What follows belongs to an exercise in optimizing a design on an open flow for small area and a short achievable clock period; a production flow would make more cautious choices.
Function not checked in this run: the RTL went through the layout flow alone.
Power and IR drop assume default switching activity.

==> flow/design.v <==
module ecc_rmw (
    input  wire        clk,
    input  wire        rst,           
    input  wire        in_valid,
    input  wire [71:0] in_rd_cw,      
    input  wire [63:0] in_wdata,      
    input  wire [7:0]  in_wmask,      
    input  wire [7:0]  in_wpar,       
    output reg         out_valid,
    output reg  [63:0] out_rdata,     
    output reg  [7:0]  out_rpar,      
    output reg  [7:0]  out_syndrome,  
    output reg         out_sbe,       
    output reg         out_ded,       
    output reg  [71:0] out_wr_cw,     
    output reg         out_poison     
);
    localparam [511:0] HCOL = 512'hf8c73e3d3b372f1fe0d0c8c4c2c1b0a8a4a2a1989492918c8a898685837068646261585452514c4a49464543383432312c2a292625231c1a191615130e0d0b07;
    localparam [7:0] POISON_MASK = 8'h03;
    integer k;
    wire in_syn_t0 = in_rd_cw[56] ^ in_rd_cw[60];
    wire in_syn_t1 = in_rd_cw[57] ^ in_rd_cw[61];
    wire in_syn_t2 = in_rd_cw[58] ^ in_rd_cw[59];
    wire in_syn_t3 = in_rd_cw[22] ^ in_rd_cw[62];
    wire in_syn_t4 = in_rd_cw[49] ^ in_rd_cw[63];
    wire in_syn_t5 = in_rd_cw[14] ^ in_syn_t1;
    wire in_syn_t6 = in_rd_cw[2] ^ in_syn_t0;
    wire in_syn_t7 = in_rd_cw[17] ^ in_syn_t2;
    wire in_syn_t8 = in_rd_cw[12] ^ in_rd_cw[37];
    wire in_syn_t9 = in_rd_cw[7] ^ in_rd_cw[9];
    wire in_syn_t10 = in_rd_cw[33] ^ in_rd_cw[53];
    wire in_syn_t11 = in_rd_cw[5] ^ in_rd_cw[16];
    wire in_syn_t12 = in_rd_cw[24] ^ in_rd_cw[63];
    wire in_syn_t13 = in_rd_cw[28] ^ in_rd_cw[54];
    wire in_syn_t14 = in_rd_cw[31] ^ in_rd_cw[55];
    wire in_syn_t15 = in_rd_cw[11] ^ in_rd_cw[15];
    wire in_syn_t16 = in_rd_cw[19] ^ in_rd_cw[48];
    wire in_syn_t17 = in_rd_cw[4] ^ in_rd_cw[20];
    wire in_syn_t18 = in_rd_cw[40] ^ in_rd_cw[43];
    wire in_syn_t19 = in_rd_cw[8] ^ in_rd_cw[29];
    wire in_syn_t20 = in_rd_cw[39] ^ in_rd_cw[46];
    wire in_syn_t21 = in_rd_cw[50] ^ in_rd_cw[62];
    wire in_syn_t22 = in_rd_cw[25] ^ in_rd_cw[52];
    wire in_syn_t23 = in_rd_cw[27] ^ in_rd_cw[34];
    wire in_syn_t24 = in_rd_cw[45] ^ in_rd_cw[47];
    wire in_syn_t25 = in_rd_cw[42] ^ in_rd_cw[51];
    wire in_syn_t26 = in_rd_cw[0] ^ in_rd_cw[36];
    wire in_syn_t27 = in_rd_cw[13] ^ in_rd_cw[23];
    wire in_syn_t28 = in_rd_cw[35] ^ in_rd_cw[38];
    wire in_syn_t29 = in_rd_cw[21] ^ in_rd_cw[26];
    wire in_syn_t30 = in_rd_cw[1] ^ in_rd_cw[10];
    wire in_syn_t31 = in_rd_cw[18] ^ in_rd_cw[32];
    wire in_syn_t32 = in_rd_cw[41] ^ in_rd_cw[44];
    wire in_syn_t33 = in_rd_cw[3] ^ in_rd_cw[6];
    wire in_syn_t34 = in_syn_t10 ^ in_syn_t12;
    wire in_syn_t35 = in_syn_t15 ^ in_syn_t31;
    wire in_syn_t36 = in_syn_t4 ^ in_syn_t24;
    wire in_syn_t37 = in_syn_t3 ^ in_syn_t22;
    wire in_syn_t38 = in_syn_t21 ^ in_syn_t28;
    wire in_syn_t39 = in_rd_cw[30] ^ in_syn_t29;
    wire in_syn_t40 = in_syn_t13 ^ in_syn_t23;
    wire in_syn_t41 = in_syn_t20 ^ in_syn_t25;
    wire in_syn_t42 = in_syn_t17 ^ in_syn_t30;
    wire in_syn_t43 = in_syn_t8 ^ in_syn_t33;
    wire in_syn_t44 = in_syn_t9 ^ in_syn_t19;
    wire in_syn_t45 = in_rd_cw[7] ^ in_rd_cw[11];
    wire in_syn_t46 = in_rd_cw[41] ^ in_rd_cw[45];
    wire in_syn_t47 = in_rd_cw[57] ^ in_rd_cw[64];
    wire in_syn_t48 = in_syn_t2 ^ in_syn_t11;
    wire in_syn_t49 = in_syn_t26 ^ in_syn_t27;
    wire in_syn_t50 = in_syn_t45 ^ in_syn_t46;
    wire in_syn_t51 = in_syn_t47 ^ in_syn_t6;
    wire in_syn_t52 = in_syn_t38 ^ in_syn_t39;
    wire in_syn_t53 = in_syn_t42 ^ in_syn_t48;
    wire in_syn_t54 = in_syn_t49 ^ in_syn_t50;
    wire in_syn_t55 = in_syn_t51 ^ in_syn_t52;
    wire in_syn_t56 = in_syn_t53 ^ in_syn_t54;
    wire in_syn_t57 = in_syn_t55 ^ in_syn_t56;
    wire in_syn_t58 = in_rd_cw[0] ^ in_rd_cw[8];
    wire in_syn_t59 = in_rd_cw[24] ^ in_rd_cw[27];
    wire in_syn_t60 = in_rd_cw[31] ^ in_rd_cw[35];
    wire in_syn_t61 = in_rd_cw[56] ^ in_rd_cw[65];
    wire in_syn_t62 = in_syn_t3 ^ in_syn_t58;
    wire in_syn_t63 = in_syn_t59 ^ in_syn_t60;
    wire in_syn_t64 = in_syn_t61 ^ in_syn_t5;
    wire in_syn_t65 = in_syn_t7 ^ in_syn_t41;
    wire in_syn_t66 = in_syn_t42 ^ in_syn_t43;
    wire in_syn_t67 = in_syn_t62 ^ in_syn_t63;
    wire in_syn_t68 = in_syn_t64 ^ in_syn_t65;
    wire in_syn_t69 = in_syn_t66 ^ in_syn_t67;
    wire in_syn_t70 = in_syn_t68 ^ in_syn_t69;
    wire in_syn_t71 = in_rd_cw[5] ^ in_rd_cw[9];
    wire in_syn_t72 = in_rd_cw[21] ^ in_rd_cw[28];
    wire in_syn_t73 = in_rd_cw[47] ^ in_rd_cw[58];
    wire in_syn_t74 = in_rd_cw[66] ^ in_syn_t1;
    wire in_syn_t75 = in_syn_t18 ^ in_syn_t26;
    wire in_syn_t76 = in_syn_t71 ^ in_syn_t72;
    wire in_syn_t77 = in_syn_t73 ^ in_syn_t6;
    wire in_syn_t78 = in_syn_t35 ^ in_syn_t37;
    wire in_syn_t79 = in_syn_t43 ^ in_syn_t74;
    wire in_syn_t80 = in_syn_t75 ^ in_syn_t76;
    wire in_syn_t81 = in_syn_t77 ^ in_syn_t78;
    wire in_syn_t82 = in_syn_t79 ^ in_syn_t80;
    wire in_syn_t83 = in_syn_t81 ^ in_syn_t82;
    wire in_syn_t84 = in_rd_cw[1] ^ in_rd_cw[3];
    wire in_syn_t85 = in_rd_cw[15] ^ in_rd_cw[25];
    wire in_syn_t86 = in_rd_cw[38] ^ in_rd_cw[39];
    wire in_syn_t87 = in_rd_cw[40] ^ in_rd_cw[44];
    wire in_syn_t88 = in_rd_cw[59] ^ in_rd_cw[67];
    wire in_syn_t89 = in_syn_t16 ^ in_syn_t27;
    wire in_syn_t90 = in_syn_t84 ^ in_syn_t85;
    wire in_syn_t91 = in_syn_t86 ^ in_syn_t87;
    wire in_syn_t92 = in_syn_t88 ^ in_syn_t5;
    wire in_syn_t93 = in_syn_t6 ^ in_syn_t34;
    wire in_syn_t94 = in_syn_t44 ^ in_syn_t89;
    wire in_syn_t95 = in_syn_t90 ^ in_syn_t91;
    wire in_syn_t96 = in_syn_t92 ^ in_syn_t93;
    wire in_syn_t97 = in_syn_t94 ^ in_syn_t95;
    wire in_syn_t98 = in_syn_t96 ^ in_syn_t97;
    wire in_syn_t99 = in_rd_cw[4] ^ in_rd_cw[6];
    wire in_syn_t100 = in_rd_cw[18] ^ in_rd_cw[19];
    wire in_syn_t101 = in_rd_cw[26] ^ in_rd_cw[42];
    wire in_syn_t102 = in_rd_cw[43] ^ in_rd_cw[61];
    wire in_syn_t103 = in_rd_cw[68] ^ in_syn_t0;
    wire in_syn_t104 = in_syn_t4 ^ in_syn_t11;
    wire in_syn_t105 = in_syn_t32 ^ in_syn_t99;
    wire in_syn_t106 = in_syn_t100 ^ in_syn_t101;
    wire in_syn_t107 = in_syn_t102 ^ in_syn_t7;
    wire in_syn_t108 = in_syn_t40 ^ in_syn_t44;
    wire in_syn_t109 = in_syn_t103 ^ in_syn_t104;
    wire in_syn_t110 = in_syn_t105 ^ in_syn_t106;
    wire in_syn_t111 = in_syn_t107 ^ in_syn_t108;
    wire in_syn_t112 = in_syn_t109 ^ in_syn_t110;
    wire in_syn_t113 = in_syn_t111 ^ in_syn_t112;
    wire in_syn_t114 = in_rd_cw[10] ^ in_rd_cw[12];
    wire in_syn_t115 = in_rd_cw[13] ^ in_rd_cw[16];
    wire in_syn_t116 = in_rd_cw[30] ^ in_rd_cw[33];
    wire in_syn_t117 = in_rd_cw[34] ^ in_rd_cw[46];
    wire in_syn_t118 = in_rd_cw[60] ^ in_rd_cw[69];
    wire in_syn_t119 = in_syn_t14 ^ in_syn_t16;
    wire in_syn_t120 = in_syn_t114 ^ in_syn_t115;
    wire in_syn_t121 = in_syn_t116 ^ in_syn_t117;
    wire in_syn_t122 = in_syn_t118 ^ in_syn_t5;
    wire in_syn_t123 = in_syn_t7 ^ in_syn_t35;
    wire in_syn_t124 = in_syn_t36 ^ in_syn_t119;
    wire in_syn_t125 = in_syn_t120 ^ in_syn_t121;
    wire in_syn_t126 = in_syn_t122 ^ in_syn_t123;
    wire in_syn_t127 = in_syn_t124 ^ in_syn_t125;
    wire in_syn_t128 = in_syn_t126 ^ in_syn_t127;
    wire in_syn_t129 = in_rd_cw[20] ^ in_rd_cw[23];
    wire in_syn_t130 = in_rd_cw[29] ^ in_rd_cw[32];
    wire in_syn_t131 = in_rd_cw[50] ^ in_rd_cw[51];
    wire in_syn_t132 = in_rd_cw[70] ^ in_syn_t14;
    wire in_syn_t133 = in_syn_t129 ^ in_syn_t130;
    wire in_syn_t134 = in_syn_t131 ^ in_syn_t34;
    wire in_syn_t135 = in_syn_t37 ^ in_syn_t39;
    wire in_syn_t136 = in_syn_t40 ^ in_syn_t132;
    wire in_syn_t137 = in_syn_t133 ^ in_syn_t134;
    wire in_syn_t138 = in_syn_t135 ^ in_syn_t136;
    wire in_syn_t139 = in_syn_t137 ^ in_syn_t138;
    wire in_syn_t140 = in_rd_cw[36] ^ in_rd_cw[37];
    wire in_syn_t141 = in_rd_cw[48] ^ in_rd_cw[52];
    wire in_syn_t142 = in_rd_cw[53] ^ in_rd_cw[54];
    wire in_syn_t143 = in_rd_cw[55] ^ in_rd_cw[71];
    wire in_syn_t144 = in_syn_t18 ^ in_syn_t32;
    wire in_syn_t145 = in_syn_t140 ^ in_syn_t141;
    wire in_syn_t146 = in_syn_t142 ^ in_syn_t143;
    wire in_syn_t147 = in_syn_t36 ^ in_syn_t38;
    wire in_syn_t148 = in_syn_t41 ^ in_syn_t144;
    wire in_syn_t149 = in_syn_t145 ^ in_syn_t146;
    wire in_syn_t150 = in_syn_t147 ^ in_syn_t148;
    wire in_syn_t151 = in_syn_t149 ^ in_syn_t150;
    wire [7:0] in_syn = {in_syn_t151, in_syn_t139, in_syn_t128, in_syn_t113, in_syn_t98, in_syn_t83, in_syn_t70, in_syn_t57};
    reg [63:0] in_premerged;
    always @(*) begin
        for (k = 0; k < 8; k = k + 1)
            in_premerged[8*k +: 8] = in_wmask[k] ? in_wdata[8*k +: 8] : in_rd_cw[8*k +: 8];
    end
    reg        s0_valid;
    reg [63:0] s0_rd_data;
    reg [7:0]  s0_syn;
    reg [63:0] s0_premerged;
    reg [7:0]  s0_wmask;
    reg [7:0]  s0_wpar;
    always @(posedge clk) begin
        if (rst) begin
            s0_valid <= 1'b0;
        end else begin
            s0_valid <= in_valid;
        end
        s0_rd_data  <= in_rd_cw[63:0];
        s0_syn      <= in_syn;
        s0_premerged <= in_premerged;
        s0_wmask    <= in_wmask;
        s0_wpar     <= in_wpar;
    end
    reg [15:0] syn_lo, syn_hi;
    always @(*) begin
        for (k = 0; k < 16; k = k + 1) begin
            syn_lo[k] = (s0_syn[3:0] == k);
            syn_hi[k] = (s0_syn[7:4] == k);
        end
    end
    reg [63:0] flip_data;
    reg [7:0]  flip_check;
    reg [7:0]  flip_byte;    
    always @(*) begin
        for (k = 0; k < 64; k = k + 1)
            flip_data[k] = syn_lo[HCOL[8*k +: 4]] & syn_hi[HCOL[8*k+4 +: 4]];
        for (k = 0; k < 8; k = k + 1) begin
            flip_check[k] = (s0_syn == (8'h01 << k));
            flip_byte[k]  = |flip_data[8*k +: 8];
        end
    end
    wire sbe = (|flip_byte) | (|flip_check);
    wire ded = (s0_syn != 8'h00) && !sbe;
    wire [63:0] corr_data = s0_rd_data ^ flip_data;
    reg [7:0] corr_par;
    always @(*) begin
        for (k = 0; k < 8; k = k + 1)
            corr_par[k] = ~^s0_rd_data[8*k +: 8] ^ flip_byte[k];
    end
    reg [63:0] merged;
    reg [63:0] premerged;
    reg [7:0]  kept_flip;    
    always @(*) begin
        for (k = 0; k < 8; k = k + 1) begin
            premerged[8*k +: 8] = s0_premerged[8*k +: 8];
            merged[8*k +: 8]    = s0_premerged[8*k +: 8] ^ (s0_wmask[k] ? 8'h00 : flip_data[8*k +: 8]);
            kept_flip[k]        = !s0_wmask[k] && flip_byte[k];
        end
    end
    wire need_read = (s0_wmask != 8'hff);
    wire pm_chkpar_t0 = premerged[56] ^ premerged[58];
    wire pm_chkpar_t1 = premerged[59] ^ premerged[61];
    wire pm_chkpar_t2 = premerged[57] ^ premerged[60];
    wire pm_chkpar_t3 = premerged[62] ^ pm_chkpar_t0;
    wire pm_chkpar_t4 = premerged[63] ^ pm_chkpar_t1;
    wire pm_chkpar_t5 = premerged[2] ^ premerged[7];
    wire pm_chkpar_t6 = premerged[3] ^ premerged[6];
    wire pm_chkpar_t7 = premerged[18] ^ premerged[19];
    wire pm_chkpar_t8 = premerged[24] ^ premerged[25];
    wire pm_chkpar_t9 = premerged[9] ^ premerged[15];
    wire pm_chkpar_t10 = premerged[26] ^ premerged[28];
    wire pm_chkpar_t11 = premerged[43] ^ premerged[44];
    wire pm_chkpar_t12 = premerged[4] ^ premerged[5];
    wire pm_chkpar_t13 = premerged[45] ^ premerged[46];
    wire pm_chkpar_t14 = premerged[8] ^ premerged[14];
    wire pm_chkpar_t15 = premerged[33] ^ premerged[34];
    wire pm_chkpar_t16 = premerged[52] ^ premerged[53];
    wire pm_chkpar_t17 = premerged[0] ^ premerged[1];
    wire pm_chkpar_t18 = premerged[37] ^ premerged[39];
    wire pm_chkpar_t19 = premerged[20] ^ premerged[23];
    wire pm_chkpar_t20 = premerged[49] ^ premerged[55];
    wire pm_chkpar_t21 = premerged[30] ^ premerged[31];
    wire pm_chkpar_t22 = premerged[10] ^ premerged[13];
    wire pm_chkpar_t23 = premerged[41] ^ premerged[42];
    wire pm_chkpar_t24 = premerged[40] ^ premerged[47];
    wire pm_chkpar_t25 = premerged[35] ^ premerged[38];
    wire pm_chkpar_t26 = premerged[11] ^ premerged[12];
    wire pm_chkpar_t27 = premerged[50] ^ premerged[51];
    wire pm_chkpar_t28 = premerged[16] ^ premerged[17];
    wire pm_chkpar_t29 = premerged[21] ^ premerged[22];
    wire pm_chkpar_t30 = premerged[27] ^ premerged[29];
    wire pm_chkpar_t31 = premerged[32] ^ pm_chkpar_t15;
    wire pm_chkpar_t32 = premerged[54] ^ pm_chkpar_t16;
    wire pm_chkpar_t33 = pm_chkpar_t7 ^ pm_chkpar_t28;
    wire pm_chkpar_t34 = premerged[36] ^ pm_chkpar_t25;
    wire pm_chkpar_t35 = pm_chkpar_t10 ^ pm_chkpar_t30;
    wire pm_chkpar_t36 = pm_chkpar_t11 ^ pm_chkpar_t23;
    wire pm_chkpar_t37 = premerged[48] ^ pm_chkpar_t20;
    wire pm_chkpar_t38 = premerged[62] ^ premerged[63];
    wire pm_chkpar_t39 = pm_chkpar_t5 ^ pm_chkpar_t12;
    wire pm_chkpar_t40 = pm_chkpar_t9 ^ pm_chkpar_t14;
    wire pm_chkpar_t41 = pm_chkpar_t2 ^ pm_chkpar_t22;
    wire pm_chkpar_t42 = pm_chkpar_t19 ^ pm_chkpar_t29;
    wire pm_chkpar_t43 = pm_chkpar_t8 ^ pm_chkpar_t21;
    wire pm_chkpar_t44 = pm_chkpar_t13 ^ pm_chkpar_t24;
    wire pm_chkpar_t45 = pm_chkpar_t27 ^ pm_chkpar_t38;
    wire pm_chkpar_t46 = pm_chkpar_t6 ^ pm_chkpar_t17;
    wire pm_chkpar_t47 = premerged[11] ^ premerged[16];
    wire pm_chkpar_t48 = premerged[21] ^ premerged[26];
    wire pm_chkpar_t49 = premerged[30] ^ premerged[41];
    wire pm_chkpar_t50 = premerged[45] ^ premerged[50];
    wire pm_chkpar_t51 = premerged[59] ^ pm_chkpar_t17;
    wire pm_chkpar_t52 = pm_chkpar_t19 ^ pm_chkpar_t47;
    wire pm_chkpar_t53 = pm_chkpar_t48 ^ pm_chkpar_t49;
    wire pm_chkpar_t54 = pm_chkpar_t50 ^ pm_chkpar_t3;
    wire pm_chkpar_t55 = pm_chkpar_t34 ^ pm_chkpar_t39;
    wire pm_chkpar_t56 = pm_chkpar_t41 ^ pm_chkpar_t51;
    wire pm_chkpar_t57 = pm_chkpar_t52 ^ pm_chkpar_t53;
    wire pm_chkpar_t58 = pm_chkpar_t54 ^ pm_chkpar_t55;
    wire pm_chkpar_t59 = pm_chkpar_t56 ^ pm_chkpar_t57;
    wire pm_chkpar_t60 = pm_chkpar_t58 ^ pm_chkpar_t59;
    wire pm_chkpar_t61 = premerged[4] ^ premerged[10];
    wire pm_chkpar_t62 = premerged[12] ^ premerged[17];
    wire pm_chkpar_t63 = premerged[20] ^ premerged[22];
    wire pm_chkpar_t64 = premerged[24] ^ premerged[27];
    wire pm_chkpar_t65 = premerged[31] ^ premerged[35];
    wire pm_chkpar_t66 = premerged[42] ^ premerged[46];
    wire pm_chkpar_t67 = premerged[51] ^ premerged[57];
    wire pm_chkpar_t68 = pm_chkpar_t1 ^ pm_chkpar_t14;
    wire pm_chkpar_t69 = pm_chkpar_t18 ^ pm_chkpar_t61;
    wire pm_chkpar_t70 = pm_chkpar_t62 ^ pm_chkpar_t63;
    wire pm_chkpar_t71 = pm_chkpar_t64 ^ pm_chkpar_t65;
    wire pm_chkpar_t72 = pm_chkpar_t66 ^ pm_chkpar_t67;
    wire pm_chkpar_t73 = pm_chkpar_t3 ^ pm_chkpar_t46;
    wire pm_chkpar_t74 = pm_chkpar_t68 ^ pm_chkpar_t69;
    wire pm_chkpar_t75 = pm_chkpar_t70 ^ pm_chkpar_t71;
    wire pm_chkpar_t76 = pm_chkpar_t72 ^ pm_chkpar_t73;
    wire pm_chkpar_t77 = pm_chkpar_t74 ^ pm_chkpar_t75;
    wire pm_chkpar_t78 = pm_chkpar_t76 ^ pm_chkpar_t77;
    wire pm_chkpar_t79 = premerged[0] ^ premerged[2];
    wire pm_chkpar_t80 = premerged[5] ^ premerged[18];
    wire pm_chkpar_t81 = premerged[25] ^ premerged[28];
    wire pm_chkpar_t82 = premerged[32] ^ premerged[36];
    wire pm_chkpar_t83 = premerged[37] ^ premerged[43];
    wire pm_chkpar_t84 = premerged[52] ^ premerged[61];
    wire pm_chkpar_t85 = pm_chkpar_t2 ^ pm_chkpar_t6;
    wire pm_chkpar_t86 = pm_chkpar_t9 ^ pm_chkpar_t24;
    wire pm_chkpar_t87 = pm_chkpar_t26 ^ pm_chkpar_t29;
    wire pm_chkpar_t88 = pm_chkpar_t79 ^ pm_chkpar_t80;
    wire pm_chkpar_t89 = pm_chkpar_t81 ^ pm_chkpar_t82;
    wire pm_chkpar_t90 = pm_chkpar_t83 ^ pm_chkpar_t84;
    wire pm_chkpar_t91 = pm_chkpar_t3 ^ pm_chkpar_t85;
    wire pm_chkpar_t92 = pm_chkpar_t86 ^ pm_chkpar_t87;
    wire pm_chkpar_t93 = pm_chkpar_t88 ^ pm_chkpar_t89;
    wire pm_chkpar_t94 = pm_chkpar_t90 ^ pm_chkpar_t91;
    wire pm_chkpar_t95 = pm_chkpar_t92 ^ pm_chkpar_t93;
    wire pm_chkpar_t96 = pm_chkpar_t94 ^ pm_chkpar_t95;
    wire pm_chkpar_t97 = premerged[1] ^ premerged[3];
    wire pm_chkpar_t98 = premerged[13] ^ premerged[19];
    wire pm_chkpar_t99 = premerged[23] ^ premerged[29];
    wire pm_chkpar_t100 = premerged[33] ^ premerged[38];
    wire pm_chkpar_t101 = premerged[39] ^ premerged[40];
    wire pm_chkpar_t102 = premerged[44] ^ premerged[48];
    wire pm_chkpar_t103 = premerged[53] ^ premerged[56];
    wire pm_chkpar_t104 = pm_chkpar_t2 ^ pm_chkpar_t5;
    wire pm_chkpar_t105 = pm_chkpar_t8 ^ pm_chkpar_t97;
    wire pm_chkpar_t106 = pm_chkpar_t98 ^ pm_chkpar_t99;
    wire pm_chkpar_t107 = pm_chkpar_t100 ^ pm_chkpar_t101;
    wire pm_chkpar_t108 = pm_chkpar_t102 ^ pm_chkpar_t103;
    wire pm_chkpar_t109 = pm_chkpar_t4 ^ pm_chkpar_t40;
    wire pm_chkpar_t110 = pm_chkpar_t104 ^ pm_chkpar_t105;
    wire pm_chkpar_t111 = pm_chkpar_t106 ^ pm_chkpar_t107;
    wire pm_chkpar_t112 = pm_chkpar_t108 ^ pm_chkpar_t109;
    wire pm_chkpar_t113 = pm_chkpar_t110 ^ pm_chkpar_t111;
    wire pm_chkpar_t114 = pm_chkpar_t112 ^ pm_chkpar_t113;
    wire pm_chkpar_t115 = premerged[6] ^ premerged[7];
    wire pm_chkpar_t116 = premerged[8] ^ premerged[9];
    wire pm_chkpar_t117 = premerged[34] ^ premerged[49];
    wire pm_chkpar_t118 = premerged[54] ^ premerged[60];
    wire pm_chkpar_t119 = pm_chkpar_t0 ^ pm_chkpar_t12;
    wire pm_chkpar_t120 = pm_chkpar_t115 ^ pm_chkpar_t116;
    wire pm_chkpar_t121 = pm_chkpar_t117 ^ pm_chkpar_t118;
    wire pm_chkpar_t122 = pm_chkpar_t4 ^ pm_chkpar_t33;
    wire pm_chkpar_t123 = pm_chkpar_t35 ^ pm_chkpar_t36;
    wire pm_chkpar_t124 = pm_chkpar_t119 ^ pm_chkpar_t120;
    wire pm_chkpar_t125 = pm_chkpar_t121 ^ pm_chkpar_t122;
    wire pm_chkpar_t126 = pm_chkpar_t123 ^ pm_chkpar_t124;
    wire pm_chkpar_t127 = pm_chkpar_t125 ^ pm_chkpar_t126;
    wire pm_chkpar_t128 = premerged[14] ^ premerged[15];
    wire pm_chkpar_t129 = premerged[47] ^ premerged[58];
    wire pm_chkpar_t130 = pm_chkpar_t13 ^ pm_chkpar_t21;
    wire pm_chkpar_t131 = pm_chkpar_t26 ^ pm_chkpar_t128;
    wire pm_chkpar_t132 = pm_chkpar_t129 ^ pm_chkpar_t4;
    wire pm_chkpar_t133 = pm_chkpar_t31 ^ pm_chkpar_t33;
    wire pm_chkpar_t134 = pm_chkpar_t37 ^ pm_chkpar_t41;
    wire pm_chkpar_t135 = pm_chkpar_t130 ^ pm_chkpar_t131;
    wire pm_chkpar_t136 = pm_chkpar_t132 ^ pm_chkpar_t133;
    wire pm_chkpar_t137 = pm_chkpar_t134 ^ pm_chkpar_t135;
    wire pm_chkpar_t138 = pm_chkpar_t136 ^ pm_chkpar_t137;
    wire pm_chkpar_t139 = premerged[55] ^ pm_chkpar_t31;
    wire pm_chkpar_t140 = pm_chkpar_t32 ^ pm_chkpar_t35;
    wire pm_chkpar_t141 = pm_chkpar_t42 ^ pm_chkpar_t43;
    wire pm_chkpar_t142 = pm_chkpar_t45 ^ pm_chkpar_t139;
    wire pm_chkpar_t143 = pm_chkpar_t140 ^ pm_chkpar_t141;
    wire pm_chkpar_t144 = pm_chkpar_t142 ^ pm_chkpar_t143;
    wire pm_chkpar_t145 = pm_chkpar_t18 ^ pm_chkpar_t32;
    wire pm_chkpar_t146 = pm_chkpar_t34 ^ pm_chkpar_t36;
    wire pm_chkpar_t147 = pm_chkpar_t37 ^ pm_chkpar_t44;
    wire pm_chkpar_t148 = pm_chkpar_t45 ^ pm_chkpar_t145;
    wire pm_chkpar_t149 = pm_chkpar_t146 ^ pm_chkpar_t147;
    wire pm_chkpar_t150 = pm_chkpar_t148 ^ pm_chkpar_t149;
    wire pm_chkpar_t151 = pm_chkpar_t39 ^ pm_chkpar_t46;
    wire pm_chkpar_t152 = pm_chkpar_t22 ^ pm_chkpar_t26;
    wire pm_chkpar_t153 = pm_chkpar_t40 ^ pm_chkpar_t152;
    wire pm_chkpar_t154 = pm_chkpar_t33 ^ pm_chkpar_t42;
    wire pm_chkpar_t155 = pm_chkpar_t35 ^ pm_chkpar_t43;
    wire pm_chkpar_t156 = pm_chkpar_t18 ^ pm_chkpar_t31;
    wire pm_chkpar_t157 = pm_chkpar_t34 ^ pm_chkpar_t156;
    wire pm_chkpar_t158 = pm_chkpar_t36 ^ pm_chkpar_t44;
    wire pm_chkpar_t159 = pm_chkpar_t27 ^ pm_chkpar_t32;
    wire pm_chkpar_t160 = pm_chkpar_t37 ^ pm_chkpar_t159;
    wire pm_chkpar_t161 = pm_chkpar_t2 ^ pm_chkpar_t3;
    wire pm_chkpar_t162 = pm_chkpar_t4 ^ pm_chkpar_t161;
    wire [15:0] pm_chkpar = {pm_chkpar_t162, pm_chkpar_t160, pm_chkpar_t158, pm_chkpar_t157, pm_chkpar_t155, pm_chkpar_t154, pm_chkpar_t153, pm_chkpar_t151, pm_chkpar_t150, pm_chkpar_t144, pm_chkpar_t138, pm_chkpar_t127, pm_chkpar_t114, pm_chkpar_t96, pm_chkpar_t78, pm_chkpar_t60};
    wire [7:0] pm_check = pm_chkpar[7:0];
    wire [7:0] pm_par   = pm_chkpar[15:8];     
    wire [7:0] wpar_err = s0_wmask & ~(pm_par ^ s0_wpar);
    wire poison    = (need_read && ded) || (|wpar_err);
    wire [7:0] pm_check_corr = pm_check ^ s0_syn;
    wire [7:0] new_check = ((|kept_flip) ? pm_check_corr : pm_check)
                         ^ (poison ? POISON_MASK : 8'h00);
    always @(posedge clk) begin
        if (rst) begin
            out_valid <= 1'b0;
        end else begin
            out_valid <= s0_valid;
        end
        out_rdata    <= corr_data;
        out_rpar     <= corr_par;
        out_syndrome <= s0_syn;
        out_sbe      <= sbe;
        out_ded      <= ded;
        out_wr_cw    <= {new_check, merged};
        out_poison   <= poison;
    end
endmodule
==> flow/flow/run.sh <==
#!/bin/bash
# Standard layout with plain port buffers, no CTS dummy loads.
set -euo pipefail
export BUFFER_PORTS_ARGS="-buffer_cell sky130_fd_sc_hd__buf_2"
export CTS_ARGS="-sink_clustering_enable -repair_clock_nets -dont_use_dummy_load"
bash standard.sh > standard.log 2>&1
==> flow/standard.sh <==
#!/bin/bash
# synth_recipe.tcl (not shown) runs the flow's synth.tcl, then flattens the netlist and writes it again
# the make line also repeats each setting of config.mk as NAME=value (left out here)
make -C /OpenROAD-flow-scripts/flow DESIGN_CONFIG=/design/flow/config.mk WORK_HOME=/design/flow/orfs CLKGATE_MAP_FILE= SYNTH_SCRIPT=/design/flow/synth_recipe.tcl "${@:-finish}"
==> flow/config.mk <==
export PLATFORM = sky130hd
export DESIGN_NAME = ecc_rmw
export DESIGN_NICKNAME = ecc_rmw
export VERILOG_FILES = /design/flow/design.v
export SDC_FILE = /design/flow/constraint.sdc
export NUM_CORES = 4
export LEC_CHECK = 0
export ABC_AREA = 1
export CAP_MARGIN = 20
export CORE_MARGIN = 2
export CORE_UTILIZATION = 40
export SETUP_SLACK_MARGIN = 3.25
export SLEW_MARGIN = 20
==> flow/constraint.sdc <==
create_clock -name core_clock -period 5.5 [get_ports {clk}]
set_input_delay 1.1000 -clock core_clock [delete_from_list [all_inputs] [get_ports {clk}]]
set_output_delay 1.1000 -clock core_clock [all_outputs]
set_load 0.01 [all_outputs]
==> notes.md <==
## area by class of cell
| class | count | area (sq um) | share of cell area |
|---|---|---|---|
| multi-input cells | 1258 | 7940 | 0.443 |
| flip-flops and latches | 309 | 6230 | 0.348 |
| repair buffers | 335 | 1810 | 0.101 |
| clock buffers | 34 | 851 | 0.0475 |
| well taps | 461 | 577 | 0.0322 |
| inverters | 130 | 495 | 0.0277 |
| diodes | 2 | 5.00 | 0.000279 |
## what timing repair did
action / CTS / global route
gates resized for setup: 62 / 101
cloned: 1 / 0
hold buffers: 0 / 0
setup buffers: 3 / 22
setup endpoints to repair: 16 / 12
pin swaps: 4 / 19
## power by group through the flow
stage	Sequential (uW)	Combinational, uW	Clock [uW]
2_1_floorplan	2830	1410	0
3_3_place_gp	2860	2230	0
3_5_place_dp	2860	2230	0
4_1_cts	2840	2360	1940
5_1_grt	2870	2860	2030
6_report	2840	2640	1910
## state kept, by name, summed over array words and instances (netlist names), 8 cells and up
signal,cells
s0_syn,8
s0_wmask,8
out_syndrome,8
out_rpar,8
s0_premerged,64
out_wr_cw,72
s0_rd_data,64
s0_wpar,8
out_rdata,64
## layout by cell type (no fill, tap or decap), types with 3 or more instances in the layout
cell         n
nand2_1    499
buf_2      310
dfxtp_1    292
xnor2_1    258
xor2_1     157
inv_1      120
nor2_1     106
mux2_2      60
nand3_1     50
nand2_2     38
clkbuf_16   34
nor2_4      23
buf_4       19
nand2_4     17
nor2_2      16
nand4_1     10
dfxtp_4      9
dfxtp_2      8
o21ai_0      7
inv_2        7
buf_12       6
xor2_2       4
nand3b_1     3
xnor2_2      3
## per-layer routing
layer  wire length (um)  global-route usage  up-vias
li1                   -                   -     5887
met1              21300               0.340     5550
met2              23300               0.442      456
met3               3710              0.0500      102
met4               2070               0.107        0
met5                  0                   0        -
## cells in the mapped netlist
| master | n | area [sq um] |
|---|---|---|
| or2_2 | 2 | 12.5 |
| nand3_1 | 50 | 250 |
| nand4_1 | 10 | 62.6 |
| clkbuf_1 | 18 | 67.6 |
| nand2_1 | 550 | 2060 |
| buf_6 | 2 | 22.5 |
| nand2_2 | 3 | 18.8 |
| xor2_1 | 161 | 1410 |
| inv_1 | 125 | 469 |
| dfxtp_1 | 309 | 6190 |
| and2_1 | 1 | 6.26 |
| nor2_2 | 8 | 50.1 |
| o21ai_0 | 7 | 35.0 |
| inv_2 | 4 | 15.0 |
| nand3b_1 | 3 | 22.5 |
| mux2_2 | 60 | 676 |
| xnor2_1 | 263 | 2300 |
| clkinv_1 | 1 | 3.75 |
| buf_2 | 1 | 5.00 |
| nor2_4 | 1 | 11.3 |
| nor2_1 | 136 | 510 |
| nor4_1 | 2 | 12.5 |
## worst max-delay path by stage
stage                       from       endpoint  slack [ns]  cells after the start
detailed placement  in_rd_cw[60]      s0_syn[0]        2.47                      6
floorplan           in_rd_cw[59]      s0_syn[5]        3.28                      5
CTS                 in_rd_cw[61]      s0_syn[5]        3.25                      6
finish                   out_ded        out_ded        3.34                      1
global route           s0_syn[4]  out_wr_cw[65]        3.21                     16
global placement    in_rd_cw[60]      s0_syn[0]        2.41                      6
## kinds of logic (layout without fill, tap and decap cells)
group | Yosys count | after routing | synth area share
buf+inv | 151 | 499 | 0.0410
mux | 60 | 60 | 0.0475
flops | 309 | 309 | 0.435
other cells | 0 | 2 | 0
simple gates | 766 | 767 | 0.213
compound gates | 7 | 7 | 0.00246
xor+xnor | 424 | 424 | 0.261
## per-stage QoR
| stage | cells | power, uW | setup WS (ns) | utilization | hold slack [ns] |
|---|---|---|---|---|---|
| floorplan | 1717 | 4240 | 3.28 | - | 0.326 |
| global placement | 2467 | 5090 | 2.41 | 0.460 | 0.398 |
| detailed placement | 2467 | 5090 | 2.47 | 0.460 | 0.405 |
| CTS | 2505 | 7130 | 3.25 | 0.491 | 0.418 |
| global route | 2527 | 7750 | 3.21 | 0.507 | 0.431 |
| finish | 2529 | 7400 | 3.34 | 0.507 | 0.412 |
==> flow_metrics.tcl <==
set metrics [dict create \
    ys_ff_latch 309 \
    ios 311 \
    yosysWarnings 1 \
    r2r_cells 13 \
    max_freq_ghz 0.464 \
    antenna_found_initial 2 \
    fin_skew_ns 0.0400 \
    clk_pin_slew_ns 0.06 \
    num-fill-cells 3435 \
    p_int_uw 4650 \
    cts_root_buf "clkbuf_16" \
    hold_path_depth 2 \
    grt_pass1_vias 11600 \
    powerDensity_nw_per_um2 413 \
    cp.arrival_ns 1.06 \
    h-tree-depth 2 \
    seq_area_frac_synth 0.435 \
    gp_congestion 0.923 \
    wirelength_mm 50.4 \
    tightestPinTransition_ns 0.672 \
    setup_tns_ns 0 \
    r2r_slack_ns 3.35 \
    period_share 0.392 \
    portBuffers 310 \
    pwr-share-comb 0.357 \
    netlist-cell-type-count 22 \
    die_area_sq_um 37100 \
    crit_type "register to primary output" \
    critPathRequiredTime_ns 4.40 \
    switching_share 0.371 \
    cts_made_buffers 34 \
    cp_cell_sequence "buf_2" \
    worstPathMaxFanout 1 \
    hp-start "s0_valid" \
    insertion_delay_ns 0.53 \
    path_buf_inv 1 \
    p_seq_frac 0.385 \
    critical-path-max-stage-delay_ns 0.39 \
    cpLargestDelayFamily "flip-flops" \
    startpoint_type "register" \
    setup_viol 0 \
    hold_end "out_valid" \
    avgSynthCellArea_sq_um 8.28 \
    dpl.hpwl_mm 41.0 \
    rsz0062_at_grt "true" \
    critPathSlowestCell "dfxtp_1" \
    remaining_drc_errors 0 \
    vias 12000 \
    end_kind "primary output" \
    timing.hold.worst.class "register to register" \
    clkPwrFrac 0.258 \
    drv_slew 0 \
    postRouteAntennaNets 0 \
    maxSlewHeadroom 0.549 \
    ctsLongestPathBuffers 3 \
    maxCapViolCount 0 \
    synth_fp_nets 1872 \
    coreArea_sq_um 35300 \
    leakage_uw 0.00880 \
    start_util 0.403 \
    rows 69 \
    dieHeight_um 193 \
    die_x_um 193 \
    grt_max_degree 15 \
    wl_per_cell_um 19.9 \
    hold_viol 0 \
    drive_gt1_frac 0.271 \
    via_per_inst 4.74 \
    period_needed_ns 2.16 \
    dpl-instance-area_sq_um 16200 \
    cts.sinks 309 \
    syn_area_sq_um 14200 \
    grt_pass1_wl_mm 70.9 \
    outcome "finished clean" \
    nets 2223 \
    grt_remaining_overflow 0 \
    r2r_start "s0_syn[4]" \
    timing.rr.end "out_wr_cw[67]" \
    syn_to_final_growth_pct 26.0 \
    cts_tree "done" \
    p_switching_uw 2740 \
    track_usage 0.266 \
    syn_inst 1717 \
    drt_iter0_drc 785 \
    finalInstanceArea_sq_um 17900 \
    ir_worst_vdd_uv 233 \
    drtPass1Iterations 6 \
]

==> afterwards: timing with drivers on the ports <==
The results above use ideal ports. As a check the final layout listed here was re-extracted and re-timed, cells and wires unchanged. Step 1 sets driving cells, clkbuf_16 on the clock port and buf_2 on the other inputs (assumed; they add their load-dependent delay and slew). Step 2 adds t to the input delays and takes it off the output delays; t is the mean of the earliest and latest rising clock arrival at the registers after step 1. Input paths then give back, and output paths get back, about the clock's delay inside the block. Three values: ideal, step 1, step 2; two values: the first two.
shift t [ns]: 0.558
setup WS [ns]: 3.343 / 3.293 / 2.827
worst hold slack (ns): 0.412 / 0.412 / 0.412
worst setup path at the end: input to register
worst slew at a driven data input, ns: 0.06
After both steps this run still meets setup and hold. For this run, drivers alone change the setup slack by -0.050 ns; drivers and shift together by -0.516 ns.
